This is an optimization exercise on Yosys and OpenROAD, whose aim is small area, a short achievable clock period and few clock cycles, not a production implementation.
Only simulation tests tie the RTL to the original design; equivalence was not proved.
Power is estimated from default activity; no workload was simulated.

--- design/flow/config.mk ---
export PLATFORM = sky130hd
export DESIGN_NAME = bale_decoder
export DESIGN_NICKNAME = bale_decoder
export VERILOG_FILES = /design/flow/design.v
export SDC_FILE = /design/flow/constraint.sdc
export NUM_CORES = 4
export LEC_CHECK = 0
export CAP_MARGIN = 20
export CORE_MARGIN = 2
export CORE_UTILIZATION = 40
export CTS_BUF_LIST = sky130_fd_sc_hd__clkbuf_8
export SLEW_MARGIN = 20
export TNS_END_PERCENT = 0
--- design/flow/flow/run.sh ---
#!/bin/bash
# The standard layout (standard.sh: standard synthesis through finish),
# with the port buffers that placement inserts on every input and output
# made plain sky130 buf_2 cells instead of the slower delay-buffer cell the
# resizer picks by default, and the setup repair aimed 6 ns above the
# clock period's slack. Make's full output goes to standard.log here; each
# ORFS step also keeps its own log under orfs/logs.
set -euo pipefail
export BUFFER_PORTS_ARGS="-buffer_cell sky130_fd_sc_hd__buf_2"
export SETUP_SLACK_MARGIN=6
bash standard.sh > standard.log 2>&1
--- design/flow/design.v ---
module bale_decoder (
    input  wire        clk,
    input  wire        rst,
    input  wire        in_valid,
    output wire        in_ready,
    input  wire [7:0]  in_data,
    input  wire        in_last,
    output reg         out_valid,
    input  wire        out_ready,
    output reg  [7:0]  out_data,
    output reg         done,
    output wire        bad,
    output wire        crc_fail,
    output wire [31:0] label
);
    localparam [3:0] S_HDR   = 4'd0,
                     S_TAG   = 4'd1,
                     S_EXT0  = 4'd2,
                     S_EXT1  = 4'd3,
                     S_DATA  = 4'd4,    
                     S_DELTA = 4'd5,
                     S_PAD   = 4'd6,
                     S_TRL   = 4'd7,
                     S_DISC  = 4'd8,    
                     S_FIN   = 4'd9;    
    localparam [31:0] CRC_RESIDUE = 32'hB798B438;
    reg [3:0]  state;
    reg [3:0]  hcnt;           
    reg        form;           
    reg        fmt_err;
    reg        szbad;          
    reg [16:0] crem;           
    reg [16:0] brem;           
    reg [31:0] label_r;
    reg [3:0]  pos9;           
    reg        tdelta;         
    reg        x64;            
    reg [15:0] trem;           
    reg [1:0]  fidx;           
    reg [4:0]  dw;             
    reg [24:0] ib;             
    reg [4:0]  ibcnt;          
    reg [5:0]  ib1;            
    reg [6:0]  ib2;            
    reg [35:0] hist;
    reg [4:0]  pend;           
    reg [31:0] crc;
    assign label = label_r;
    wire   crc_err  = (crc != CRC_RESIDUE);
    assign bad      = fmt_err | crc_err;
    assign crc_fail = ~fmt_err & crc_err;
    function [31:0] crc32c_byte;
        input [31:0] c;
        input [7:0]  b;
        integer k;
        reg [31:0] x;
        begin
            x = c ^ {24'd0, b};
            for (k = 0; k < 8; k = k + 1)
                x = x[0] ? ((x >> 1) ^ 32'h82F63B78) : (x >> 1);
            crc32c_byte = x;
        end
    endfunction
    reg [7:0] obyte;
    always @(*) begin
        case (pend[3:0])
            4'd4:    obyte = hist[35:28];
            4'd5:    obyte = hist[33:26];
            4'd6:    obyte = hist[31:24];
            4'd7:    obyte = hist[29:22];
            4'd8:    obyte = hist[27:20];
            4'd9:    obyte = hist[25:18];
            4'd10:   obyte = hist[23:16];
            4'd11:   obyte = hist[21:14];
            4'd12:   obyte = hist[19:12];
            4'd13:   obyte = hist[17:10];
            4'd14:   obyte = hist[15:8];
            4'd15:   obyte = hist[13:6];
            default: obyte = hist[11:4];
        endcase
    end
    wire       xfer   = (pend >= 5'd4) && (!out_valid || out_ready);
    wire [4:0] pend_a  = xfer ? pend - 5'd4 : pend;
    wire [4:0] pend_up = pend + 5'd4;
    wire        flast = (trem == 16'd0) && (fidx == 2'd3);    
    wire        fcomp = (state == S_DELTA) && !ib1[5] && (pend <= 5'd7);
    wire [4:0]  pend_fc = fcomp ? pend + 5'd9 : pend;
    integer i;
    reg  [17:0] dmask;
    always @(*) begin
        for (i = 0; i < 18; i = i + 1)
            dmask[i] = (i <= dw);
    end
    wire [17:0] dlo   = ib[17:0] & dmask;
    wire        dsign = ib[dw];
    wire [17:0] field = hist[17:0] + (dsign ? (dlo | ~dmask) : dlo);
    wire [24:0] ib_sh   = (ib >> dw) >> 1;
    wire        ib_left = (ib_sh != 25'd0);
    wire dload = ((ibcnt[4] == 1'b0) || (ibcnt[3:1] == 3'd0)) &&    
                 (ib1[5] || (ib2[6] && !flast));
    reg accept;
    always @(*) begin
        case (state)
            S_HDR, S_TAG, S_EXT0, S_EXT1, S_PAD, S_DISC: accept = 1'b1;
            S_DATA:  accept = (pend <= 5'd4);
            S_DELTA: accept = dload;
            S_TRL:   accept = (pend == 5'd0) && ((hcnt[1:0] != 2'd3) || !out_valid);
            default: accept = 1'b0;
        endcase
    end
    assign in_ready = accept;
    wire fire = in_valid && accept;
    wire last = fire && in_last;
    wire bz   = (brem == 17'd0);
    wire size_bad = ({1'b0, brem} > ({1'b0, crem | 17'd3} + 18'd1));
    reg  hbad;
    always @(*) begin
        case (hcnt)
            4'd0:  hbad = (in_data != 8'h42);
            4'd1:  hbad = (in_data != 8'h5A);
            4'd2:  hbad = (in_data != 8'h01);
            4'd3:  hbad = (in_data[7:1] != 7'd0);
            4'd6:  hbad = (in_data[7:1] != 7'd0) || (in_data[0] && (crem[15:0] != 16'd0));
            4'd7:  hbad = (in_data != 8'd0);
            4'd10: hbad = (in_data[7:1] != 7'd0);
            4'd11: hbad = (in_data != 8'd0);
            4'd12: hbad = szbad;
            default: hbad = 1'b0;
        endcase
    end
    reg [3:0] nstate;
    reg       fault;
    reg       fin_ok;      
    wire      lit_end  = form ? ((trem == 16'd0) && !x64) : (brem == 17'd1);
    wire [3:0] after_body = (hcnt[1:0] == 2'd3) ? S_TRL : S_PAD;   
    wire      tag_bad  = (in_data[7:6] == 2'b01) || (in_data[7:6] == 2'b11) ||
                         ((in_data[7:6] == 2'b10) &&
                          (in_data[5] || (in_data[4:0] > 5'd17) || (pos9 != 4'd0)));
    wire      cshort   = (crem < 17'd9);
    wire [16:0] crem_m1 = crem - 17'd1;
    wire [16:0] crem_m9 = crem - 17'd9;
    always @(*) begin
        nstate = state;
        fault  = 1'b0;
        fin_ok = 1'b0;
        case (state)
            S_HDR: if (fire) begin
                fault = hbad;
                if (hcnt == 4'd15)
                    nstate = bz ? S_TRL : (form ? S_TAG : S_DATA);
            end
            S_TAG: if (fire) begin
                fault = tag_bad;
                if (in_data[7] || (in_data[5:0] == 6'd63)) nstate = S_EXT0;
                else                                       nstate = S_DATA;
            end
            S_EXT0: if (fire) begin
                fault  = bz;
                nstate = S_EXT1;
            end
            S_EXT1: if (fire) begin
                fault  = bz;
                nstate = tdelta ? S_DELTA : S_DATA;
            end
            S_DATA: if (fire) begin
                fault = bz || (crem == 17'd0);
                if (lit_end)
                    nstate = (brem == 17'd1) ? after_body : S_TAG;
            end
            S_DELTA: begin
                if (fire && bz) fault = 1'b1;
                if (fcomp) begin
                    if (fidx == 2'd0 && cshort) fault = 1'b1;
                    if (flast) begin
                        if (ib_left) fault = 1'b1;
                        nstate = !bz ? S_TAG : ((hcnt[1:0] == 2'd0) ? S_TRL : S_PAD);
                    end
                end
            end
            S_PAD: if (fire) begin
                fault = (in_data != 8'd0);
                if (hcnt[1:0] == 2'd3) nstate = S_TRL;
            end
            S_TRL: if (fire) begin
                if (hcnt[1:0] == 2'd3) begin
                    fault  = !in_last;
                    fin_ok = in_last;
                end
            end
            S_DISC: if (last) nstate = S_FIN;
            S_FIN:  if (pend == 5'd0 && !out_valid) nstate = S_HDR;
            default: nstate = S_HDR;
        endcase
    end
    wire abort = (fault || (last && !fin_ok)) && state != S_DISC && state != S_FIN;
    always @(posedge clk) begin
        if (rst) begin
            state     <= S_HDR;
            hcnt      <= 4'd0;
            pend      <= 5'd0;
            out_valid <= 1'b0;
            done      <= 1'b0;
            fmt_err   <= 1'b0;
        end else begin
            if (abort)
                state <= last ? S_FIN : S_DISC;
            else if (fin_ok)
                state <= S_HDR;
            else
                state <= nstate;
            if (state == S_DISC || state == S_FIN)
                pend <= (pend_a < 5'd4) ? 5'd0 : pend_a;
            else if (fire && state == S_DATA)
                pend <= xfer ? pend : pend_up;
            else
                pend <= xfer ? pend_fc - 5'd4 : pend_fc;
            out_valid <= xfer || (out_valid && !out_ready);
            if (last || (state == S_FIN))
                hcnt <= 4'd0;
            else if (fire)
                hcnt <= hcnt + 4'd1;
            done  <= fin_ok || (state == S_FIN && nstate == S_HDR);
            if (state == S_HDR && fire && hcnt == 4'd0)
                fmt_err <= fault || last;        
            else if (abort)
                fmt_err <= 1'b1;
            else if (fin_ok && crem != 17'd0)    
                fmt_err <= 1'b1;
        end
    end
    always @(posedge clk) begin
        szbad    <= size_bad;
        if (xfer)
            out_data <= obyte;
        if (state == S_HDR)
            crc <= 32'hFFFFFFFF;
        else if (xfer || (fire && state == S_TRL))
            crc <= crc32c_byte(crc, (state == S_TRL && pend == 5'd0) ? in_data : obyte);
        if (fcomp)
            hist <= {field, hist[35:18]};
        else if (fire && (state == S_HDR || state == S_DATA))
            hist <= {(state == S_DATA) ? in_data : 8'd0, hist[35:8]};
        if (state == S_HDR && fire) begin
            case (hcnt)
                4'd3:  form          <= in_data[0];
                4'd12: label_r[7:0]  <= in_data;
                4'd13: label_r[15:8] <= in_data;
                4'd14: label_r[23:16]<= in_data;
                4'd15: label_r[31:24]<= in_data;
                default: ;
            endcase
        end
        if (state == S_HDR) begin
            if (fire) begin
                if (hcnt == 4'd4) crem[7:0]  <= in_data;
                if (hcnt == 4'd5) crem[15:8] <= in_data;
                if (hcnt == 4'd6) crem[16]   <= in_data[0];
            end
        end else if (fcomp && fidx == 2'd0)
            crem <= crem_m9;
        else if (fire && state == S_DATA)
            crem <= crem_m1;
        if (state == S_HDR) begin
            if (fire) begin
                if (hcnt == 4'd8)  brem[7:0]  <= in_data;
                if (hcnt == 4'd9)  brem[15:8] <= in_data;
                if (hcnt == 4'd10) brem[16]   <= in_data[0];
            end
        end else if (fire && (state == S_TAG || state == S_EXT0 || state == S_EXT1 ||
                              state == S_DATA || state == S_DELTA))
            brem <= brem - 17'd1;
        if (state == S_HDR)
            pos9 <= 4'd0;
        else if (fire && state == S_DATA)
            pos9 <= (pos9 == 4'd8) ? 4'd0 : pos9 + 4'd1;
        if (state == S_TAG && fire) begin
            tdelta <= in_data[7];
            dw     <= in_data[4:0];
            x64    <= !in_data[7] && (in_data[5:0] == 6'd63);
            trem   <= {10'd0, in_data[5:0]};
        end
        if (state == S_EXT0 && fire) trem[7:0]  <= in_data;
        if (state == S_EXT1 && fire) trem[15:8] <= in_data;
        if (state == S_DATA && fire) begin
            if (trem == 16'd0) begin
                trem <= 16'd62;
                x64  <= 1'b0;
            end else
                trem <= trem - 16'd1;
        end
        if (fcomp) begin
            fidx <= fidx + 2'd1;
            if (fidx == 2'd3) trem <= trem - 16'd1;
        end
        if (state == S_EXT1) begin
            fidx  <= 2'd0;
            ib    <= 25'd0;
            ibcnt <= 5'd0;
            ib1   <= {1'b1, ~dw};             
            ib2   <= {1'b1, ~dw, 1'b0};       
        end else begin : ibupd
            reg [24:0] is;
            reg [4:0]  cs;
            reg [5:0]  c1;
            reg [6:0]  c2;
            reg [24:0] ibn;
            reg        ld;
            ld  = fire && (state == S_DELTA);
            is  = fcomp ? ib_sh : ib;
            cs  = fcomp ? ib1[4:0] : ibcnt;
            c1  = fcomp ? ib2[5:0] : ib1;
            c2  = fcomp ? ib2 + {2'b11, ~dw} : ib2;
            ibn = ld ? (is | ({17'd0, in_data} << cs)) : is;
            ib    <= ibn;
            ibcnt <= ld ? cs + 5'd8 : cs;
            ib1   <= ld ? c1 + 6'd8 : c1;
            ib2   <= ld ? c2 + 7'd8 : c2;
        end
    end
endmodule
--- design/flow/constraint.sdc ---
create_clock -name core_clock -period 9.0 [get_ports {clk}]
set_input_delay 1.8000 -clock core_clock [delete_from_list [all_inputs] [get_ports {clk}]]
set_output_delay 1.8000 -clock core_clock [all_outputs]
set_load 0.01 [all_outputs]
--- design/flow/standard.sh ---
#!/bin/bash
# synth_recipe.tcl (not shown) runs the flow's synth.tcl, then flattens the netlist and writes it again
# the make line also repeats each setting of config.mk as NAME=value (left out here)
make -C /OpenROAD-flow-scripts/flow DESIGN_CONFIG=/design/flow/config.mk WORK_HOME=/design/flow/orfs CLKGATE_MAP_FILE= SYNTH_SCRIPT=/design/flow/synth_recipe.tcl "${@:-finish}"
==> results_dict.tcl, run 1 <==
set metrics [dict create \
    worst_slew_pin_slew_ns 0.906 \
    synth_area_per_cell_um2 8.99 \
    stdcell_count 2453 \
    critPathRequiredTime_ns 9.34 \
    via_count 14700 \
    die_width_um 208 \
    min_path_type "reg2reg" \
    gp_congestion 0.941 \
    final.setup.tns_ns 0 \
    criticalPathCategory "reg2reg" \
    status "complete, no violations" \
    ctsRootBufferMaster "clkbuf_8" \
    synth_cell_types 94 \
    die_h_um 208 \
    grt_overflow_total 0 \
    grt_pass1_vias 14100 \
    coreArea_um2 40800 \
    combPwrFrac_pct 51.3 \
    period_share_pct 45.5 \
    power.density_nw_per_um2 286 \
    drv_slew 0 \
    slowest_delay_ns 0.53 \
    ys_async_sr_fraction_pct 0 \
    grt_max_degree 66 \
    peakVddDrop_mv 0.242 \
    fin_skew_ns 0.0495 \
    synth_flop_cell "edfxtp_1" \
    first_pass_iters 8 \
    grt_setup_unrepaired "true" \
    finalSetupViolations 0 \
    clockPowerShare_pct 20.6 \
    clk_path_buf_depth 3 \
    cp.arrival_ns 4.43 \
    maxCapViolCount 0 \
    grt_pass1_wl_um 81200 \
    insertion_delay_ns 0.61 \
    synthCells 1842 \
    crit_family "compound AO/OA/AOI/OAI gates" \
    p_int_w 0.00323 \
    cts_made_buffers 45 \
    initial_core_util_pct 40.6 \
    clk_pin_slew_ns 0.07 \
    final_nets 1966 \
    io_pins 58 \
    dieArea_um2 43100 \
    syn-num-nets 1923 \
    sw_frac_of_total_pct 40.0 \
    wl_per_cell_um 20.9 \
    synth_edf_count 122 \
    ant_nets 0 \
    numClockSinks 232 \
    path_max_fanout 7 \
    yosysWarnings 1 \
    yosysSeqAreaShare_pct 35.4 \
    holdWs_ns 0.480 \
    place_inst 2330 \
    cts_hold_buffers 0 \
    slew_headroom_pct 39.1 \
    crit_buf_inv 3 \
    ys_seq_elements 232 \
    syn-cell-area_um2 16600 \
    syn_to_final_growth_pct 13.5 \
    port-buffer-count 57 \
    drtIter0Drc 1599 \
    drc 0 \
    antenna_found_initial 3 \
    cp_cell_sequence "buf_12 > mux4_2 > mux2i_2 > mux2_4 > nor2_2 > o21bai_4 > buf_6 > mux2i_4 > inv_1 > ha_1 > a21o_1 > a21o_1 > nand2_2 > a2111o_1 > nand2_2 > a211oi_2 > o31ai_1 > xnor2_1 > o21ai_1" \
    hold_violations 0 \
    num_rows 74 \
    grt_usage_pct 23.4 \
    wirelength_um 51200 \
    min_period_ns 4.10 \
    drive_above_1_share_pct 16.5 \
    start_kind "flop" \
    viasPerCell 6.01 \
    fin_util_pct 46.1 \
    worst_path_max_delay_cell "mux4_2" \
    power_leakage_nw 7.16 \
    end_kind "flop" \
    max_freq_mhz 244 \
    pwr-share-seq_pct 28.1 \
    place_hpwl_um 34700 \
    htreeDepth 2 \
    cts_tree "built" \
    p_sw_w 0.00215 \
]
[synth_stat cells, drive strengths merged (7+ instances only)]
library cell | n | area, µm²
a2111oi | 8 | 70.1
a211oi | 14 | 133
a21boi | 7 | 52.6
a21o | 14 | 105
a21oi | 131 | 663
a221oi | 9 | 78.8
a222oi | 11 | 110
a22o | 18 | 158
a22oi | 28 | 210
a31oi | 28 | 175
and2 | 13 | 81.3
and3 | 18 | 113
buf | 32 | 173
clkbuf | 87 | 327
dfxtp | 110 | 2200
edfxtp | 122 | 3660
ha | 66 | 826
inv | 51 | 191
mux2 | 27 | 308
mux2i | 50 | 526
mux4 | 24 | 552
nand2 | 246 | 926
nand2b | 15 | 93.8
nand3 | 53 | 265
nand4 | 14 | 87.6
nor2 | 136 | 510
nor2b | 8 | 50.1
nor3 | 52 | 260
nor4 | 14 | 93.8
nor4b | 10 | 87.6
o211ai | 17 | 128
o21a | 11 | 82.6
o21ai | 109 | 546
o22ai | 17 | 106
o31ai | 12 | 90.1
or2 | 10 | 62.6
or3 | 16 | 100
or4 | 7 | 56.3
xnor2 | 95 | 918
xor2 | 54 | 571
[placed cells by master, fill, tap and decap left out, drive strengths merged, types with 52 or more instances in the layout]
cell / count
nand2: 246
a21oi: 131
xor2: 54
o21ai: 109
inv: 69
ha: 66
buf: 111
xnor2: 95
nor2: 136
nor3: 52
nand3: 53
dfxtp: 110
edfxtp: 122
[worst paths after layout]
kind               from  endpoint  slack [ns]  cells after the start
setup / recovery  dw[0]  hist[35]        4.90                     19
hold reg to reg    flop      flop        0.48                      2
setup reg to reg  dw[0]  hist[35]        4.90                     19
hold / removal     flop      flop        0.48                      2
[timing repair]
| action | in CTS | in global routing |
|---|---|---|
| gates cloned | 4 | 0 |
| setup endpoints to repair | 247 | 237 |
| resized for setup | 54 | 12 |
| buffers inserted | 29 | 7 |
| pin swaps | 16 | 12 |
[logic make-up (layout without fill, tap and decap cells)]
kind of cell    count (synthesis)  in the layout  synth area share [%]
buf+inv                       170            248                  4.17
fa+ha+maj                      69             69                  5.29
other cells                     0              1                     0
xor+xnor                      155            155                  9.81
compound gates                484            484                  19.2
mux                           101            101                  8.36
simple gates                  631            631                  17.8
flops                         232            232                  35.4
[metal layers]
| metal | part of all wire, % | GRT usage, % | vias up |
|---|---|---|---|
| met5 | 0.047 | 0 | - |
| met2 | 46 | 37.1 | 619 |
| met4 | 3.5 | 8.20 | 4 |
| li1 | - | - | 6887 |
| met3 | 7.8 | 4.74 | 119 |
| met1 | 43 | 31.7 | 7114 |
[state kept, by name, indices dropped and copies added, names as in the netlist, 2 cells and up, named ones only]
register  cells
crc          32
pos9          4
label_r      32
pend          5
ibcnt         5
ib1           6
hist         36
ib2           6
out_data      8
brem         17
ib           25
crem         17
trem         16
dw            5
fidx          2
hcnt          4
state         4
[area by class of cell]
| type | instances | area (µm²) |
|---|---|---|
| Antenna cell | 1 | 2.50 |
| Clock inverter | 32 | 246 |
| Tap cell | 532 | 666 |
| Clock buffer | 50 | 688 |
| Timing Repair inverter | 1 | 5.00 |
| Fill cell | 3920 | 22000 |
| Timing Repair Buffer | 114 | 831 |
| Inverter | 51 | 195 |
| Multi-Input combinational cell | 1440 | 10300 |
| Sequential cell | 232 | 5900 |
[metrics by stage]
step	setup WS [ns]	power [W]	cell area, µm²
floorplan	5.12	0.00366	16700
global placement	4.40	0.00414	17200
detailed placement	4.28	0.00418	17200
CTS	4.90	0.00538	18700
global route	4.76	0.00573	18800
finish	4.90	0.00538	18800
[worst register-to-register path: cells and delay by family, from the launching register on]
family | cells | cell delay (ns)
multiplexers | 4 | 1.11
buffers and inverters | 3 | 0.36
AO/OA/AOI/OAI | 7 | 1.32
AND/OR/NAND/NOR | 3 | 0.22
flip-flops | 1 | 0.39
XOR/XNOR | 1 | 0.15
adder cells (fa/ha/maj) | 1 | 0.27
[power groups by stage]
stage          clock [W]  sequential (W)  combinational, W
6_report         0.00111         0.00151           0.00276
5_1_grt          0.00118         0.00153           0.00301
4_1_cts          0.00114         0.00151           0.00274
3_5_place_dp           0         0.00152           0.00266
3_3_place_gp           0         0.00152           0.00262
2_1_floorplan          0         0.00145           0.00221
Testbench counts, summed over its fixed seeds: cycles 123,047.
==> run 2, diff against run 1 <==
--- a/design/flow/config.mk
+++ b/design/flow/config.mk
@@ -10,3 +10,3 @@
 export CORE_UTILIZATION = 40
-export CTS_BUF_LIST = sky130_fd_sc_hd__clkbuf_8
+export CTS_BUF_LIST = sky130_fd_sc_hd__clkbuf_4
 export SLEW_MARGIN = 20
==> run 2 against run 1 <==
Compared with the run above:
- non-clock buffer count grew 3
- worst hold slack is essentially flat
- combinational power hardly changed
- critical endpoint is now hist[30]
- count of clock-buffer cells in the layout grew 50
- highest routed layer unchanged
==> results_dict.tcl, run 2 <==
set metrics [dict create \
    status "complete, no violations" \
    rr_endpoint "hist[30]" \
    synthTopCellsByCount "245 x nand2_1, 136 x nor2_1, 129 x a21oi_1" \
    wirelength_um 52200 \
    ctsRootBufferMaster "clkbuf_4" \
    r2r_start "dw[0]" \
    clockPowerShare_pct 19.7 \
    pre_cts_ws_ns 4.28 \
    grt_usage_pct 23.4 \
    grt_pass1_wl_um 80700 \
    num_rows 74 \
    initial_core_util_pct 40.6 \
    insertion_delay_ns 0.80 \
    end_kind "flop" \
    maxCapViolCount 0 \
    reg_top3 "hist: 36 flops, crc: 32 flops, label_r: 32 flops" \
    setup.worst_path.start "dw[0]" \
    finalSetupViolations 0 \
    place_hpwl_um 34700 \
    seq_area_um2 5900 \
    clk_pin_slew_ns 0.07 \
    drive_above_1_share_pct 18.7 \
    fin_skew_ns 0.0644 \
    die_h_um 208 \
    via_count 14900 \
    power.density_nw_per_um2 283 \
    clk_path_buf_depth 3 \
    yosysSeqAreaShare_pct 35.4 \
    htreeDepth 3 \
    power_leakage_nw 7.17 \
    final_nets 1995 \
    path_max_fanout 5 \
    syn_to_final_growth_pct 13.5 \
    synth_area_per_cell_um2 8.99 \
    yosysWarnings 1 \
    combPwrFrac_pct 51.9 \
    rrSetupSlack_ns 4.71 \
    grt_max_degree 66 \
    sw_frac_of_total_pct 40.9 \
    antenna_found_initial 5 \
    period_share_pct 47.7 \
    synthCells 1842 \
    synth_cell_types 94 \
    peakVddDrop_mv 0.240 \
    layout_common_cells "242 x nand2_1, 133 x nor2_1, 127 x a21oi_1, 122 x edfxtp_1" \
    ant_nets 0 \
    gp_congestion 0.941 \
    p_sw_w 0.00217 \
    die_width_um 208 \
    syn-num-nets 1923 \
    pwr-share-seq_pct 28.4 \
    drc 0 \
    grt_overflow_total 0 \
    largest_register_ffs 36 \
    cp.arrival_ns 4.80 \
    reg2reg_depth 18 \
    synth_top_area_cell "edfxtp_1" \
    io_pins 58 \
    layout_commonest_cell "nand2_1" \
    first_pass_iters 7 \
    criticalPathCategory "reg2reg" \
    max_freq_mhz 233 \
    final.setup.tns_ns 0 \
    setup_ws_ns 4.71 \
    dieArea_um2 43100 \
    start_kind "flop" \
    synth.most_common_cell "nand2_1" \
    ys_async_sr_fraction_pct 0 \
    cts_tree "built" \
    critPathRequiredTime_ns 9.51 \
    n_fill_cell 3943 \
    drv_slew 0 \
    grt_pass1_vias 14100 \
    cp_cell_sequence "buf_12 > mux4_2 > mux2i_2 > nor2_1 > a21oi_4 > o21bai_4 > mux2_4 > ha_4 > nor2b_4 > o21ai_2 > a21boi_2 > o211ai_1 > a21oi_2 > a2111oi_4 > buf_4 > nor2_4 > xnor2_2 > o21ai_1" \
    worst_path_max_delay_cell "mux4_2" \
    grt_setup_unrepaired "true" \
    viasPerCell 5.98 \
    min_period_ns 4.29 \
    ys_top_cells_by_area "edfxtp_1 22%, dfxtp_1 13%, nand2_1 5.6%" \
    syn-cell-area_um2 16600 \
    hold_violations 0 \
    coreArea_um2 40800 \
    synth_flop_cell "edfxtp_1" \
    ys_seq_elements 232 \
    synth_edf_count 122 \
    yosysTopAreaCellShare_pct 22.1 \
    timing.critical_path.to "hist[30]" \
    p_int_w 0.00314 \
    port-buffer-count 57 \
    multi_input_area_um2 10300 \
    cts_made_buffers 70 \
    numClockSinks 232 \
    drtIter0Drc 1862 \
    worst_slew_pin_slew_ns 0.931 \
    slew_headroom_pct 37.5 \
    regMostFlops "hist" \
    slowest_delay_ns 0.54 \
    cts_hold_buffers 0 \
    min_path_type "reg2reg" \
    wl_per_cell_um 20.9 \
]
-- run 2: cell counts after synthesis --
No cell type changed its count.
-- run 2: final cells by class --
| class | count | area share [%] |
|---|---|---|
| diodes | 4 | 0.0532 |
| clock buffers | 100 | 3.99 |
| flip-flops and latches | 232 | 31.4 |
| multi-input cells | 1441 | 54.9 |
| inverters | 51 | 1.04 |
| clock inverters | 21 | 0.625 |
| repair inverters | 1 | 0.0266 |
| well taps | 532 | 3.54 |
| repair buffers | 117 | 4.51 |
-- run 2: layer usage --
layer / track usage [%] / wire length, µm / share of wire, % / vias up
met5: 0 / 24 / 0.046 / -
met3: 4.81 / 4270 / 8.2 / 158
met1: 31.6 / 22400 / 43 / 7078
li1: - / - / - / 6982
met4: 9.51 / 2090 / 4.0 / 4
met2: 36.5 / 23400 / 45 / 717
-- run 2: power groups by stage --
| stage | Sequential (W) | Combinational [W] | Clock [W] |
|---|---|---|---|
| after floorplan | 0.00145 | 0.00221 | 0 |
| after global placement | 0.00152 | 0.00262 | 0 |
| after detailed placement | 0.00152 | 0.00266 | 0 |
| after CTS | 0.00150 | 0.00272 | 0.00108 |
| after global routing | 0.00154 | 0.00301 | 0.00113 |
| final | 0.00151 | 0.00276 | 0.00105 |
-- run 2: what timing repair did --
action                                  4_1_cts  5_1_grt
gates resized for setup                      46       20
endpoints found under the setup margin      290      278
cloned                                        2        4
pin swaps                                     8       12
buffers inserted                             15       23
-- run 2: kinds of logic after synthesis --
kind of cell               after synthesis  share of synthesized area [%]
DFF                                    232                           35.4
adders and majority gates               69                           5.29
AOI/OAI and AO/OA                      484                           19.2
and+or+nand+nor                        631                           17.8
muxes                                  101                           8.36
buffers and inverters                  170                           4.17
xor gates and xnor gates               155                           9.81
-- run 2: worst min path at each step --
stage                        start  endpoint  slack, ns  depth (start not counted)
after global placement        flop      flop       0.46                          2
after CTS                     flop      flop       0.48                          2
after global routing       trem[2]   trem[2]       0.52                          2
after floorplan           trem[14]  trem[14]       0.45                          1
after detailed placement      flop      flop       0.47                          2
final                         flop      flop       0.48                          2
-- run 2: metrics by stage --
stage	hold WS [ns]	utilization, %	cell area, µm²	cells	power (W)
finish	0.480	46.1	18800	2499	0.00532
CTS	0.480	45.2	18400	2468	0.00531
global route	0.523	46.1	18800	2499	0.00567
floorplan	0.447	-	16700	1842	0.00366
detailed placement	0.470	42.2	17200	2330	0.00418
global placement	0.463	42.2	17200	2330	0.00414
-- run 2: worst max-delay path: cells and delay by family (launching register included) --
family	cells	cell delay (ns)
compound gates	8	1.43
mux	3	1.05
flops	1	0.49
buf+inv	2	0.36
simple gates	3	0.29
fa+ha+maj	1	0.25
xor+xnor	1	0.16
==> run 3, diff against run 2 <==
--- a/design/flow/design.v
+++ b/design/flow/design.v
@@ -7,5 +7,5 @@
     input  wire        in_last,
-    output reg         out_valid,
+    output wire        out_valid,
     input  wire        out_ready,
-    output reg  [7:0]  out_data,
+    output wire [7:0]  out_data,
     output reg         done,
@@ -81,3 +81,5 @@
     end
-    wire       xfer   = (pend >= 5'd4) && (!out_valid || out_ready);
+    assign out_valid = (pend >= 5'd4);
+    assign out_data  = obyte;
+    wire       xfer   = out_valid && out_ready;
     wire [4:0] pend_a  = xfer ? pend - 5'd4 : pend;
@@ -106,3 +108,3 @@
             S_DELTA: accept = dload;
-            S_TRL:   accept = (pend == 5'd0) && ((hcnt[1:0] != 2'd3) || !out_valid);
+            S_TRL:   accept = (pend == 5'd0);
             default: accept = 1'b0;
@@ -190,3 +192,3 @@
             S_DISC: if (last) nstate = S_FIN;
-            S_FIN:  if (pend == 5'd0 && !out_valid) nstate = S_HDR;
+            S_FIN:  if (pend == 5'd0) nstate = S_HDR;
             default: nstate = S_HDR;
@@ -200,3 +202,2 @@
             pend      <= 5'd0;
-            out_valid <= 1'b0;
             done      <= 1'b0;
@@ -216,3 +217,2 @@
                 pend <= xfer ? pend_fc - 5'd4 : pend_fc;
-            out_valid <= xfer || (out_valid && !out_ready);
             if (last || (state == S_FIN))
@@ -232,4 +232,2 @@
         szbad    <= size_bad;
-        if (xfer)
-            out_data <= obyte;
         if (state == S_HDR)
--- a/design/flow/config.mk
+++ b/design/flow/config.mk
@@ -10,3 +10,3 @@
 export CORE_UTILIZATION = 40
-export CTS_BUF_LIST = sky130_fd_sc_hd__clkbuf_4
+export CTS_BUF_LIST = sky130_fd_sc_hd__clkbuf_8
 export SLEW_MARGIN = 20
==> run 3 against run 2 <==
Compared with the run above:
- still clean on timing, DRC and antenna
- power up 9.1%
- utilization up 0.34 points
- sequential power down 5%
- worst hold slack worse by 0.0017 ns
- combinational power up about 20%
- area after synthesis down 2.9%
- count of clock-buffer cells in the layout down 57
- via count down 0.81%
- largest cell class unchanged
==> results_dict.tcl, run 3 <==
set metrics [dict create \
    wl_per_cell_um 20.3 \
    final_nets 2014 \
    cts_tree "built" \
    dieArea_um2 41800 \
    power_leakage_nw 7.10 \
    synth_compound_area_share_pct 19.7 \
    syn-num-nets 1951 \
    via_count 14800 \
    critPathRequiredTime_ns 9.35 \
    final.setup.tns_ns 0 \
    crit_top_cell "o21ai_2" \
    synth_top_family_by_area "compound AO/OA/AOI/OAI gates" \
    p_int_w 0.00339 \
    grt_setup_unrepaired "true" \
    end_kind "flop" \
    cts_hold_buffers 0 \
    p_sw_w 0.00241 \
    synthXorXnorAreaFrac_pct 10.0 \
    yosysWarnings 1 \
    io_pins 58 \
    power.density_nw_per_um2 315 \
    antenna_found_initial 1 \
    layout_commonest_cell "nand2_1" \
    worst_slew_pin_slew_ns 0.925 \
    maxCapViolCount 0 \
    max_freq_mhz 235 \
    rrSetupSlack_ns 4.75 \
    drtIter0Drc 1429 \
    sw_frac_of_total_pct 41.5 \
    syn_to_final_growth_pct 14.6 \
    criticalPathCategory "reg2reg" \
    yosysSeqAreaShare_pct 34.9 \
    reg_top3 "hist: 36 flops, crc: 32 flops, label_r: 32 flops" \
    grt_overflow_total 0 \
    htreeDepth 2 \
    numClockSinks 223 \
    gp_congestion 0.985 \
    cts_made_buffers 40 \
    grt_pass1_wl_um 78800 \
    fin_skew_ns 0.0225 \
    viasPerCell 5.95 \
    grt_pass1_vias 14000 \
    min_period_ns 4.25 \
    clk_pin_slew_ns 0.06 \
    hold_violations 0 \
    insertion_delay_ns 0.60 \
    initial_core_util_pct 40.5 \
    ant_nets 0 \
    path_max_fanout 8 \
    wirelength_um 50600 \
    die_width_um 205 \
    crit_family "compound AO/OA/AOI/OAI gates" \
    ys_async_sr_fraction_pct 0 \
    synth_top_area_cell "edfxtp_1" \
    grt_usage_pct 23.8 \
    finalSetupViolations 0 \
    layout_common_cells "262 x nand2_1, 157 x nor2_1, 121 x a21oi_1, 114 x edfxtp_1, 111 x o21ai_0" \
    largest_register_ffs 36 \
    synth_edf_count 114 \
    worst_path_max_delay_cell "mux4_2" \
    synth_area_per_cell_um2 8.60 \
    yosys.area_share.simple_pct 18.5 \
    synth_cell_types 83 \
    muxShareOfSynthArea_pct 6.91 \
    synth.most_common_cell "nand2_1" \
    ctsRootBufferMaster "clkbuf_8" \
    port-buffer-count 57 \
    fin_total_pwr_w 0.00580 \
    pwr-share-seq_pct 24.6 \
    clockPowerShare_pct 18.5 \
    grt_max_degree 89 \
    drive_above_1_share_pct 16.5 \
    ys_top_cells_by_area "edfxtp_1 21%, dfxtp_1 14%, nand2_1 6.2%" \
    slew_headroom_pct 38.3 \
    synthCells 1870 \
    yosysTopAreaCellShare_pct 21.3 \
    synthAdderAreaFrac_pct 5.45 \
    ys_seq_elements 223 \
    drv_slew 0 \
    clk_path_buf_depth 3 \
    cp.arrival_ns 4.60 \
    slowest_delay_ns 0.52 \
    first_pass_iters 8 \
    synth_flop_cell "edfxtp_1" \
    peakVddDrop_mv 0.353 \
    status "complete, no violations" \
    combPwrFrac_pct 56.8 \
    min_path_type "reg2reg" \
    coreArea_um2 39700 \
    n_antenna_cell 0 \
    syn-cell-area_um2 16100 \
    start_kind "flop" \
    drc 0 \
    period_share_pct 47.3 \
    die_h_um 205 \
    cp_cell_sequence "buf_12 > mux4_2 > nand2_2 > o31ai_4 > o21ai_2 > nor2_2 > a21o_2 > mux2_4 > ha_4 > nor2b_1 > o21ai_2 > a21boi_2 > o21ai_2 > a21oi_2 > o21ai_2 > a21oi_2 > o21a_1 > or3_1 > a32o_1" \
    synthTopCellsByCount "264 x nand2_1, 162 x nor2_1, 127 x a21oi_1" \
    holdWs_ns 0.479 \
    crit_buf_inv 1 \
    num_rows 73 \
    regMostFlops "hist" \
    place_hpwl_um 34500 \
]
[run 3: layout make-up]
type                            instances  area, µm²
Timing Repair Buffer                  142       1000
Tap cell                              525        657
Inverter                               58        233
Fill cell                            3804      21300
Multi-Input combinational cell       1467      10000
Clock buffer                           43        592
Clock inverter                         31        303
Timing Repair inverter                  1       5.00
Sequential cell                       223       5630
[run 3: metrics by stage]
step | std cells | setup slack, ns | utilization [%] | area [µm²]
floorplan | 1870 | 4.91 | - | 16200
global placement | 2352 | 4.35 | 42.1 | 16700
detailed placement | 2352 | 4.23 | 42.1 | 16700
CTS | 2478 | 4.79 | 45.9 | 18200
global route | 2490 | 4.63 | 46.4 | 18400
finish | 2490 | 4.75 | 46.4 | 18400
[run 3: worst min-delay path, cell delays in order, from the launching register on]
cell     delay [ns]
dfxtp_1        0.33
inv_1          0.05
a21oi_1        0.05
[run 3: repair_timing]
item                                   CTS  global route
pin swaps                               28            16
setup endpoints to repair              248           204
endpoints found under the hold margin    0             0
gates cloned                             2             1
resized for setup                       62            17
setup buffers                           50            11
[run 3: path summary, 6_finish.rpt]
path	startpoint	endpoint	depth (start not counted)
min reg2reg	trem[3]	trem[3]	2
min	trem[3]	trem[3]	2
max	dw[0]	hist[32]	19
max reg2reg	dw[0]	hist[32]	19
[run 3: power groups by stage]
stage,registers [W],clock network [W],logic [W]
global placement,0.00144,0,0.00302
detailed placement,0.00144,0,0.00304
global route,0.00145,0.00114,0.00360
finish,0.00143,0.00108,0.00330
CTS,0.00142,0.00110,0.00323
floorplan,0.00136,0,0.00254
[run 3: kinds of logic (layout without fill, tap and decap cells)]
kind of cell,after synthesis,after routing
and+or+nand+nor,652,652
AOI/OAI and AO/OA,496,496
DFF,223,223
buffers and inverters,180,275
xor gates and xnor gates,155,155
muxes,95,95
adders and majority gates,69,69
[run 3: layer usage]
| metal | GRT usage (%) | share of wire [%] |
|---|---|---|
| met1 | 32.7 | 44 |
| met4 | 9.24 | 3.2 |
| met3 | 4.18 | 7.8 |
| met2 | 37.2 | 45 |
| met5 | 0 | 0 |
Testbench counts of run 3, summed over its fixed seeds: cycles 123,047.
==> run 4, diff against run 3 <==
--- a/design/flow/design.v
+++ b/design/flow/design.v
@@ -7,8 +7,8 @@
     input  wire        in_last,
-    output wire        out_valid,
+    output reg         out_valid,
     input  wire        out_ready,
-    output wire [7:0]  out_data,
+    output reg  [7:0]  out_data,
     output reg         done,
-    output wire        bad,
-    output wire        crc_fail,
+    output reg         bad,
+    output reg         crc_fail,
     output wire [31:0] label
@@ -39,2 +39,4 @@
     reg [1:0]  fidx;           
+    reg        tz;             
+    reg        dchk;           
     reg [4:0]  dw;             
@@ -48,5 +50,4 @@
     assign label = label_r;
+    reg    vpend;
     wire   crc_err  = (crc != CRC_RESIDUE);
-    assign bad      = fmt_err | crc_err;
-    assign crc_fail = ~fmt_err & crc_err;
     function [31:0] crc32c_byte;
@@ -81,8 +82,6 @@
     end
-    assign out_valid = (pend >= 5'd4);
-    assign out_data  = obyte;
-    wire       xfer   = out_valid && out_ready;
+    wire       xfer   = (pend >= 5'd4) && (!out_valid || out_ready);
     wire [4:0] pend_a  = xfer ? pend - 5'd4 : pend;
     wire [4:0] pend_up = pend + 5'd4;
-    wire        flast = (trem == 16'd0) && (fidx == 2'd3);    
+    wire        flast = tz && (fidx == 2'd3);    
     wire        fcomp = (state == S_DELTA) && !ib1[5] && (pend <= 5'd7);
@@ -99,3 +98,2 @@
     wire [24:0] ib_sh   = (ib >> dw) >> 1;
-    wire        ib_left = (ib_sh != 25'd0);
     wire dload = ((ibcnt[4] == 1'b0) || (ibcnt[3:1] == 3'd0)) &&    
@@ -108,3 +106,3 @@
             S_DELTA: accept = dload;
-            S_TRL:   accept = (pend == 5'd0);
+            S_TRL:   accept = (pend == 5'd0) && ((hcnt[1:0] != 2'd3) || !out_valid);
             default: accept = 1'b0;
@@ -135,3 +133,3 @@
     reg       fin_ok;      
-    wire      lit_end  = form ? ((trem == 16'd0) && !x64) : (brem == 17'd1);
+    wire      lit_end  = form ? (tz && !x64) : (brem == 17'd1);
     wire [3:0] after_body = (hcnt[1:0] == 2'd3) ? S_TRL : S_PAD;   
@@ -176,3 +174,2 @@
                     if (flast) begin
-                        if (ib_left) fault = 1'b1;
                         nstate = !bz ? S_TAG : ((hcnt[1:0] == 2'd0) ? S_TRL : S_PAD);
@@ -192,3 +189,3 @@
             S_DISC: if (last) nstate = S_FIN;
-            S_FIN:  if (pend == 5'd0) nstate = S_HDR;
+            S_FIN:  if (pend == 5'd0 && !out_valid) nstate = S_HDR;
             default: nstate = S_HDR;
@@ -196,3 +193,4 @@
     end
-    wire abort = (fault || (last && !fin_ok)) && state != S_DISC && state != S_FIN;
+    wire ubad  = dchk && (ib != 25'd0);
+    wire abort = (fault || ubad || (last && !fin_ok)) && state != S_DISC && state != S_FIN;
     always @(posedge clk) begin
@@ -202,4 +200,7 @@
             pend      <= 5'd0;
+            out_valid <= 1'b0;
             done      <= 1'b0;
             fmt_err   <= 1'b0;
+            dchk      <= 1'b0;
+            vpend     <= 1'b0;
         end else begin
@@ -217,2 +218,3 @@
                 pend <= xfer ? pend_fc - 5'd4 : pend_fc;
+            out_valid <= xfer || (out_valid && !out_ready);
             if (last || (state == S_FIN))
@@ -221,3 +223,5 @@
                 hcnt <= hcnt + 4'd1;
-            done  <= fin_ok || (state == S_FIN && nstate == S_HDR);
+            vpend <= fin_ok;
+            done  <= vpend || (state == S_FIN && nstate == S_HDR);
+            dchk <= fcomp && flast;
             if (state == S_HDR && fire && hcnt == 4'd0)
@@ -231,3 +235,7 @@
     always @(posedge clk) begin
+        bad      <= fmt_err || !vpend || crc_err;
+        crc_fail <= !fmt_err && vpend && crc_err;
         szbad    <= size_bad;
+        if (xfer)
+            out_data <= obyte;
         if (state == S_HDR)
@@ -278,11 +286,21 @@
             trem   <= {10'd0, in_data[5:0]};
+            tz     <= (in_data[5:0] == 6'd0);
+        end
+        if (state == S_EXT0 && fire) begin
+            trem[7:0] <= in_data;
+            tz        <= (in_data == 8'd0);     
+        end
+        if (state == S_EXT1 && fire) begin
+            trem[15:8] <= in_data;
+            tz         <= (in_data == 8'd0) && (trem[7:0] == 8'd0);
         end
-        if (state == S_EXT0 && fire) trem[7:0]  <= in_data;
-        if (state == S_EXT1 && fire) trem[15:8] <= in_data;
         if (state == S_DATA && fire) begin
-            if (trem == 16'd0) begin
+            if (tz) begin
                 trem <= 16'd62;
+                tz   <= 1'b0;
                 x64  <= 1'b0;
-            end else
+            end else begin
                 trem <= trem - 16'd1;
+                tz   <= (trem == 16'd1);
+            end
         end
@@ -290,3 +308,6 @@
             fidx <= fidx + 2'd1;
-            if (fidx == 2'd3) trem <= trem - 16'd1;
+            if (fidx == 2'd3) begin
+                trem <= trem - 16'd1;
+                tz   <= (trem == 16'd1);
+            end
         end
==> run 4 against run 3 <==
Compared with the run above:
- first-iteration DRC count shrank 7.3%
- clock skew is 0.0060 ns higher
- final cell count is 1.4% lower
- critical path type unchanged
- largest power group unchanged
==> results_dict.tcl, run 4 <==
set metrics [dict create \
    die_h_um 205 \
    hp-start "vpend" \
    yosysWarnings 1 \
    setup_ws_ns 4.55 \
    criticalPathCategory "reg2reg" \
    grt_pass1_vias 13800 \
    synthXorXnorAreaFrac_pct 9.84 \
    muxShareOfSynthArea_pct 6.28 \
    hold_violations 0 \
    synth.most_common_cell "nand2_1" \
    r2r_start "dw[0]" \
    grt_pass1_wl_um 78400 \
    ys_async_sr_fraction_pct 0 \
    first_pass_iters 10 \
    final_nets 1978 \
    drtIter0Drc 1325 \
    clk_path_buf_depth 3 \
    htreeDepth 2 \
    numClockSinks 237 \
    synth_top_family_by_area "simple AND/OR/NAND/NOR gates" \
    power.density_nw_per_um2 298 \
    holdWs_ns 0.464 \
    grt_usage_pct 23.7 \
    drive_above_1_share_pct 14.6 \
    initial_core_util_pct 40.6 \
    io_pins 58 \
    final.setup.tns_ns 0 \
    cts_tree "built" \
    clk_pin_slew_ns 0.06 \
    fin_util_pct 46.1 \
    n_antenna_cell 0 \
    grt_setup_unrepaired "true" \
    regMostFlops "hist" \
    synthAdderAreaFrac_pct 5.49 \
    synth_compound_area_share_pct 18.3 \
    max_freq_mhz 225 \
    slew_headroom_pct 26.9 \
    reg_top3 "hist: 36 flops, crc: 32 flops, label_r: 32 flops" \
    maxCapViolCount 0 \
    via_count 14700 \
    yosysSeqAreaShare_pct 36.9 \
    cts_made_buffers 44 \
    status "complete, no violations" \
    grt_overflow_total 0 \
    place_hpwl_um 33800 \
    dieArea_um2 42000 \
    yosysTopAreaCellShare_pct 22.7 \
    viasPerCell 5.98 \
    min_path_type "reg2reg" \
    synthCells 1846 \
    worst_slew_pin_slew_ns 1.07 \
    fin_skew_ns 0.0285 \
    peakVddDrop_mv 0.320 \
    largest_register_ffs 36 \
    wl_per_cell_um 20.5 \
    layout_common_cells "251 x nand2_1, 154 x nor2_1, 122 x edfxtp_1, 116 x a21oi_1, 113 x dfxtp_1" \
    min_path_cells 1 \
    num_rows 73 \
    grt_max_degree 67 \
    gp_congestion 0.933 \
    power_leakage_nw 6.91 \
    ant_nets 0 \
    period_share_pct 49.4 \
    layout_commonest_cell "nand2_1" \
    syn-num-nets 1928 \
    antenna_found_initial 0 \
    ys_seq_elements 237 \
    reg2reg_depth 22 \
    ys_top_cells_by_area "edfxtp_1 23%, dfxtp_1 14%, nand2_1 5.9%" \
    synthTopCellsByCount "252 x nand2_1, 159 x nor2_1, 123 x a21oi_1" \
    syn_to_final_growth_pct 13.6 \
    finalSetupViolations 0 \
    syn-cell-area_um2 16200 \
    critPathRequiredTime_ns 9.35 \
    insertion_delay_ns 0.63 \
    die_width_um 205 \
    synth_edf_count 122 \
    synth_top_area_cell "edfxtp_1" \
    start_kind "flop" \
    pre_cts_ws_ns 3.45 \
    end_kind "flop" \
    min_period_ns 4.45 \
    wirelength_um 50300 \
    drv_slew 0 \
    port-buffer-count 57 \
    yosys.area_share.simple_pct 19.1 \
    ctsRootBufferMaster "clkbuf_8" \
    synth_area_per_cell_um2 8.76 \
    coreArea_um2 39800 \
    cp.arrival_ns 4.80 \
    path_max_fanout 6 \
    synth_flop_cell "edfxtp_1" \
    drc 0 \
    synth_cell_types 79 \
    setup.worst_path.start "dw[0]" \
]
-- run 4: metrics by stage --
| stage | instances | area, µm² | total power [W] |
|---|---|---|---|
| detailed placement | 2336 | 16800 | 0.00435 |
| global placement | 2336 | 16800 | 0.00433 |
| finish | 2454 | 18400 | 0.00547 |
| global route | 2454 | 18400 | 0.00582 |
| floorplan | 1846 | 16200 | 0.00379 |
| CTS | 2441 | 18100 | 0.00547 |
-- run 4: final cells by class --
class	count	area [µm²]
fill	3890	21500
multi-input combinational	1445	9800
sequential	237	5970
timing repair buffer	116	883
tap	525	657
clock buffer	47	647
inverter	52	211
clock inverter	32	203
-- run 4: power breakdown --
part	internal (W)	switching [W]
clock network	0.000542	0.000491
registers	0.00132	0.000177
logic	0.00128	0.00166
total	0.00315	0.00232
-- run 4: worst max-delay path, cell delays in order, from the launching register on --
cell and delay (ns):
edfxtp_1 0.41, buf_4 0.17, buf_12 0.14, mux2i_2 0.22, mux2i_1 0.12, mux2i_1 0.22, nand2_1 0.11, o21ai_2 0.10
nor2_1 0.09, a21o_2 0.25, mux2_4 0.28, ha_4 0.25, nor2b_4 0.12, o21ai_2 0.15, a21boi_2 0.09, o21a_1 0.22
o21ai_2 0.19, a21oi_2 0.10, a2111oi_4 0.37, o31ai_1 0.13, a21oi_1 0.20, xor2_1 0.16, o21ai_1 0.08
-- run 4: worst paths after layout --
check	to	slack, ns
max reg2reg	hist[34]	4.55
min reg2reg	bad	0.46
min	bad	0.46
max	hist[34]	4.55
-- run 4: routing by layer --
metal / part of all wire (%) / wire length (µm) / global-route usage, % / vias up
met2: 45 / 22500 / 36.7 / 693
met4: 3.3 / 1660 / 9.66 / 0
met1: 44 / 22300 / 32.7 / 6997
met3: 7.5 / 3760 / 4.06 / 130
met5: 0 / 0 / 0 / -
li1: - / - / - / 6858
-- run 4: what timing repair did --
item / 4_1_cts / 5_1_grt
pin swaps: 21 / 26
hold buffers: 0 / 0
resized for setup: 53 / 29
setup buffers: 23 / 12
endpoints found under the hold margin: 0 / 0
endpoints found under the setup margin: 270 / 251
gates cloned: 3 / 0
-- run 4: cell families (layout without fill, tap and decap cells) --
family	Yosys count	in the layout
multiplexers	88	88
AO/OA/AOI/OAI	461	461
adder cells (fa/ha/maj)	70	70
XOR/XNOR	162	162
flip-flops	237	237
AND/OR/NAND/NOR	664	664
buffers and inverters	164	247
Testbench counts of run 4, summed over its fixed seeds: cycles 123,055.
==> run 5, diff against run 4 <==
--- a/design/flow/design.v
+++ b/design/flow/design.v
@@ -41,2 +41,4 @@
     reg        dchk;           
+    reg [17:0] dx;             
+    reg        dxv;
     reg [4:0]  dw;             
@@ -86,4 +88,6 @@
     wire        flast = tz && (fidx == 2'd3);    
-    wire        fcomp = (state == S_DELTA) && !ib1[5] && (pend <= 5'd7);
-    wire [4:0]  pend_fc = fcomp ? pend + 5'd9 : pend;
+    wire        live  = (state != S_DISC) && (state != S_FIN);
+    wire        fadd  = dxv && live && (pend <= 5'd7);
+    wire        fcomp = (state == S_DELTA) && !ib1[5] && (!dxv || fadd);
+    wire [4:0]  pend_fc = fadd ? pend + 5'd9 : pend;
     integer i;
@@ -96,3 +100,4 @@
     wire        dsign = ib[dw];
-    wire [17:0] field = hist[17:0] + (dsign ? (dlo | ~dmask) : dlo);
+    wire [17:0] dxn   = dsign ? (dlo | ~dmask) : dlo;
+    wire [17:0] field = hist[17:0] + dx;
     wire [24:0] ib_sh   = (ib >> dw) >> 1;
@@ -104,5 +109,5 @@
             S_HDR, S_TAG, S_EXT0, S_EXT1, S_PAD, S_DISC: accept = 1'b1;
-            S_DATA:  accept = (pend <= 5'd4);
+            S_DATA:  accept = (pend <= 5'd4) && !dxv;
             S_DELTA: accept = dload;
-            S_TRL:   accept = (pend == 5'd0) && ((hcnt[1:0] != 2'd3) || !out_valid);
+            S_TRL:   accept = (pend == 5'd0) && !dxv && ((hcnt[1:0] != 2'd3) || !out_valid);
             default: accept = 1'b0;
@@ -205,3 +210,10 @@
             vpend     <= 1'b0;
+            dxv       <= 1'b0;
         end else begin
+            if (!live)
+                dxv <= 1'b0;
+            else if (fcomp)
+                dxv <= 1'b1;
+            else if (fadd)
+                dxv <= 1'b0;
             if (abort)
@@ -245,2 +257,4 @@
         if (fcomp)
+            dx <= dxn;
+        if (fadd)
             hist <= {field, hist[35:18]};
==> run 5 against run 4 <==
Compared with the run above:
- global-route usage decreased by 1.2 points
- power rose by 6.2%
- worst hold slack worse by 0.0097 ns
- utilization down 0.71 points
- sequential power grew 7%
- via count grew 0.80%
- highest routed layer unchanged
==> results_dict.tcl, run 5 <==
set metrics [dict create \
    status "complete, no violations" \
    criticalPathCategory "in2reg" \
    syn-cell-area_um2 17100 \
    end_kind "flop" \
    syn_to_final_growth_pct 11.9 \
    crit_family "simple AND/OR/NAND/NOR gates" \
    synthTopCellsByCount "226 x nand2_1, 152 x nor2_1, 148 x a21oi_1" \
    maxCapViolCount 0 \
    drtIter0Drc 1487 \
    path_max_fanout 17 \
    dieArea_um2 44300 \
    synth_edf_count 140 \
    cp.arrival_ns 4.61 \
    grt_usage_pct 22.5 \
    antenna_found_initial 0 \
    critPathRequiredTime_ns 9.53 \
    start_kind "input port" \
    use_met3_pct 3.72 \
    layout_common_cells "225 x nand2_1, 147 x nor2_1, 147 x a21oi_1, 140 x edfxtp_1, 117 x o21ai_0" \
    busiest_layer "met2" \
    drv_slew 0 \
    synth_cell_types 95 \
    hold_violations 0 \
    regMostFlops "hist" \
    yosysTopAreaCellShare_pct 24.6 \
    largest_register_ffs 36 \
    place_hpwl_um 34600 \
    layout_commonest_cell "nand2_1" \
    viasPerCell 5.93 \
    synth_top_area_cell "edfxtp_1" \
    peakVddDrop_mv 0.296 \
    min_path_type "reg2reg" \
    htreeDepth 2 \
    holdWs_ns 0.455 \
    ys_seq_elements 256 \
    crit_top_cell "a31oi_4" \
    yosysWarnings 1 \
    port-buffer-count 57 \
    setup_ws_ns 4.92 \
    fin_skew_ns 0.0413 \
    io_pins 58 \
    synthCells 1881 \
    ys_top_cells_by_area "edfxtp_1 25%, dfxtp_1 14%, nand2_1 5.0%" \
    grt_overflow_total 0 \
    wl_per_cell_um 20.3 \
    cts_made_buffers 46 \
    crit_buf_inv 2 \
    r2r_start "pend[0]" \
    critical_path_depth 11 \
    clk_path_buf_depth 3 \
    grt_pass1_wl_um 79200 \
    die_h_um 211 \
    insertion_delay_ns 0.60 \
    num_rows 75 \
    syn-num-nets 1963 \
    reg2reg_depth 12 \
    use_met1_pct 31.5 \
    setup.worst_path.start "in_data[1]" \
    rrSetupSlack_ns 5.07 \
    wirelength_um 50600 \
    synth.most_common_cell "nand2_1" \
    worst_slew_pin_slew_ns 1.06 \
    ant_nets 0 \
    finalSetupViolations 0 \
    min_period_ns 4.08 \
    reg_top3 "hist: 36 flops, crc: 32 flops, label_r: 32 flops" \
    power.density_nw_per_um2 304 \
    final_nets 1999 \
    slew_headroom_pct 28.9 \
    min_path_cells 1 \
    grt_max_degree 60 \
    first_pass_iters 5 \
    rr_endpoint "crc[2]" \
    timing.critical_path.to "state[2]" \
    slowest_delay_ns 0.53 \
    cts_hold_buffers 0 \
    ys_async_sr_fraction_pct 0 \
    drive_above_1_share_pct 14.9 \
    cp_cell_sequence "buf_2 > buf_12 > or3_4 > or4b_4 > o31a_1 > o211ai_1 > nand4_1 > a32oi_2 > a31oi_4 > or3b_4 > a31oi_4" \
    worst_path_max_delay_cell "or4b_4" \
    drc 0 \
    initial_core_util_pct 40.6 \
    coreArea_um2 42000 \
    grt_setup_unrepaired "true" \
    gp_congestion 0.924 \
    grt_pass1_vias 14000 \
    ctsRootBufferMaster "clkbuf_8" \
    final.setup.tns_ns 0 \
    period_share_pct 45.4 \
    synth_area_per_cell_um2 9.07 \
    clk_pin_slew_ns 0.07 \
    pre_cts_ws_ns 4.25 \
    numClockSinks 256 \
    use_met2_pct 34.6 \
    die_width_um 211 \
    power_leakage_nw 7.16 \
    synth_flop_cell "edfxtp_1" \
    cts_tree "built" \
    via_count 14800 \
    max_freq_mhz 245 \
    yosysSeqAreaShare_pct 38.2 \
]
[run 5: cell type report]
cell class	count	area (µm²)
Antenna cell	1	2.50
Clock buffer	52	716
Multi-Input combinational cell	1455	10000
Fill cell	4012	22900
Tap cell	539	674
Inverter	53	206
Timing Repair Buffer	105	691
Clock inverter	34	231
Sequential cell	256	6560
[run 5: logic make-up (layout without fill, tap and decap cells)]
| logic type | Yosys count | in the layout | share of synthesized area, % |
|---|---|---|---|
| adder cells (fa/ha/maj) | 70 | 70 | 5.21 |
| flip-flops | 256 | 256 | 38.2 |
| other | 0 | 1 | 0 |
| buffers and inverters | 170 | 244 | 4.39 |
| multiplexers | 87 | 87 | 6.17 |
| XOR/XNOR | 154 | 154 | 9.26 |
| AO/OA/AOI/OAI | 510 | 510 | 19.4 |
| AND/OR/NAND/NOR | 634 | 634 | 17.4 |
[run 5: through the flow]
step / util (%) / cells / cell area, µm² / total power [W]
final: 45.4 / 2495 / 19100 / 0.00581
after detailed placement: 42.2 / 2386 / 17700 / 0.00459
after floorplan: - / 1881 / 17100 / 0.00399
after CTS: 45.2 / 2493 / 19000 / 0.00581
after global routing: 45.4 / 2494 / 19100 / 0.00618
after global placement: 42.1 / 2385 / 17700 / 0.00456
[run 5: how the worst min path moves through the flow]
stage | startpoint | endpoint | slack, ns
2_1_floorplan | vpend | bad | 0.39
3_3_place_gp | vpend | bad | 0.44
3_5_place_dp | vpend | bad | 0.45
4_1_cts | vpend | bad | 0.46
5_1_grt | vpend | bad | 0.47
6_report | vpend | bad | 0.45
[run 5: metal layers]
layer | vias up | wire length [µm]
met3 | 112 | 3510
met5 | - | 0
met2 | 540 | 22900
met4 | 0 | 1450
li1 | 6992 | -
met1 | 7152 | 22700
[run 5: worst reg2reg max path, delay by kind of cell (launching register included)]
kind	cells	cell delay, ns
muxes	1	0.33
adders and majority gates	1	0.55
AOI/OAI and AO/OA	4	1.00
DFF	1	0.37
xor gates and xnor gates	5	1.47
buffers and inverters	1	0.08
[run 5: what timing repair did]
| action | 4_1_cts | 5_1_grt |
|---|---|---|
| endpoints found under the hold margin | 0 | 0 |
| gates cloned | 0 | 0 |
| resized for setup | 49 | 17 |
| pin swaps | 9 | 8 |
| setup buffers | 21 | 1 |
| endpoints found under the setup margin | 229 | 154 |
[run 5: where the power goes]
group	internal (W)	switching, W
clock network	0.000619	0.000515
logic	0.00136	0.00172
registers	0.00143	0.000176
Testbench counts of run 5, summed over its fixed seeds: cycles 122,397.

## re-timing with driven ports
How much do the figures lean on ideal ports? The routed layouts below were timed once more, with nothing changed but the port constraints. Step 1: set_driving_cell puts a clkbuf_16 on clk and a buf_2 on each other input, an assumption about the parent block. Step 2 also shifts input and output timing later by t, the mid clock arrival at the registers, as if the neighbouring blocks saw the same clock. a / b / c = ideal / step 1 / step 2; a / b = the first two.
run | t (ns) | setup slack, ns | worst setup path after step 2
run 1 | 0.636 | 4.904 / 4.886 / 4.666 | input to register
run 2 | 0.825 | 4.706 / 4.679 / 4.688 | input to register
run 3 | 0.639 | 4.746 / 4.706 / 4.631 | input to register
run 4 | 0.665 | 4.553 / 4.553 / 4.041 | input to register
run 5 | 0.629 | 4.918 / 4.948 / 4.319 | input to register
After both steps setup and hold are still met in every run listed. For run 5, which loses most, drivers alone change the setup slack by +0.030 ns; drivers and shift together by -0.599 ns.
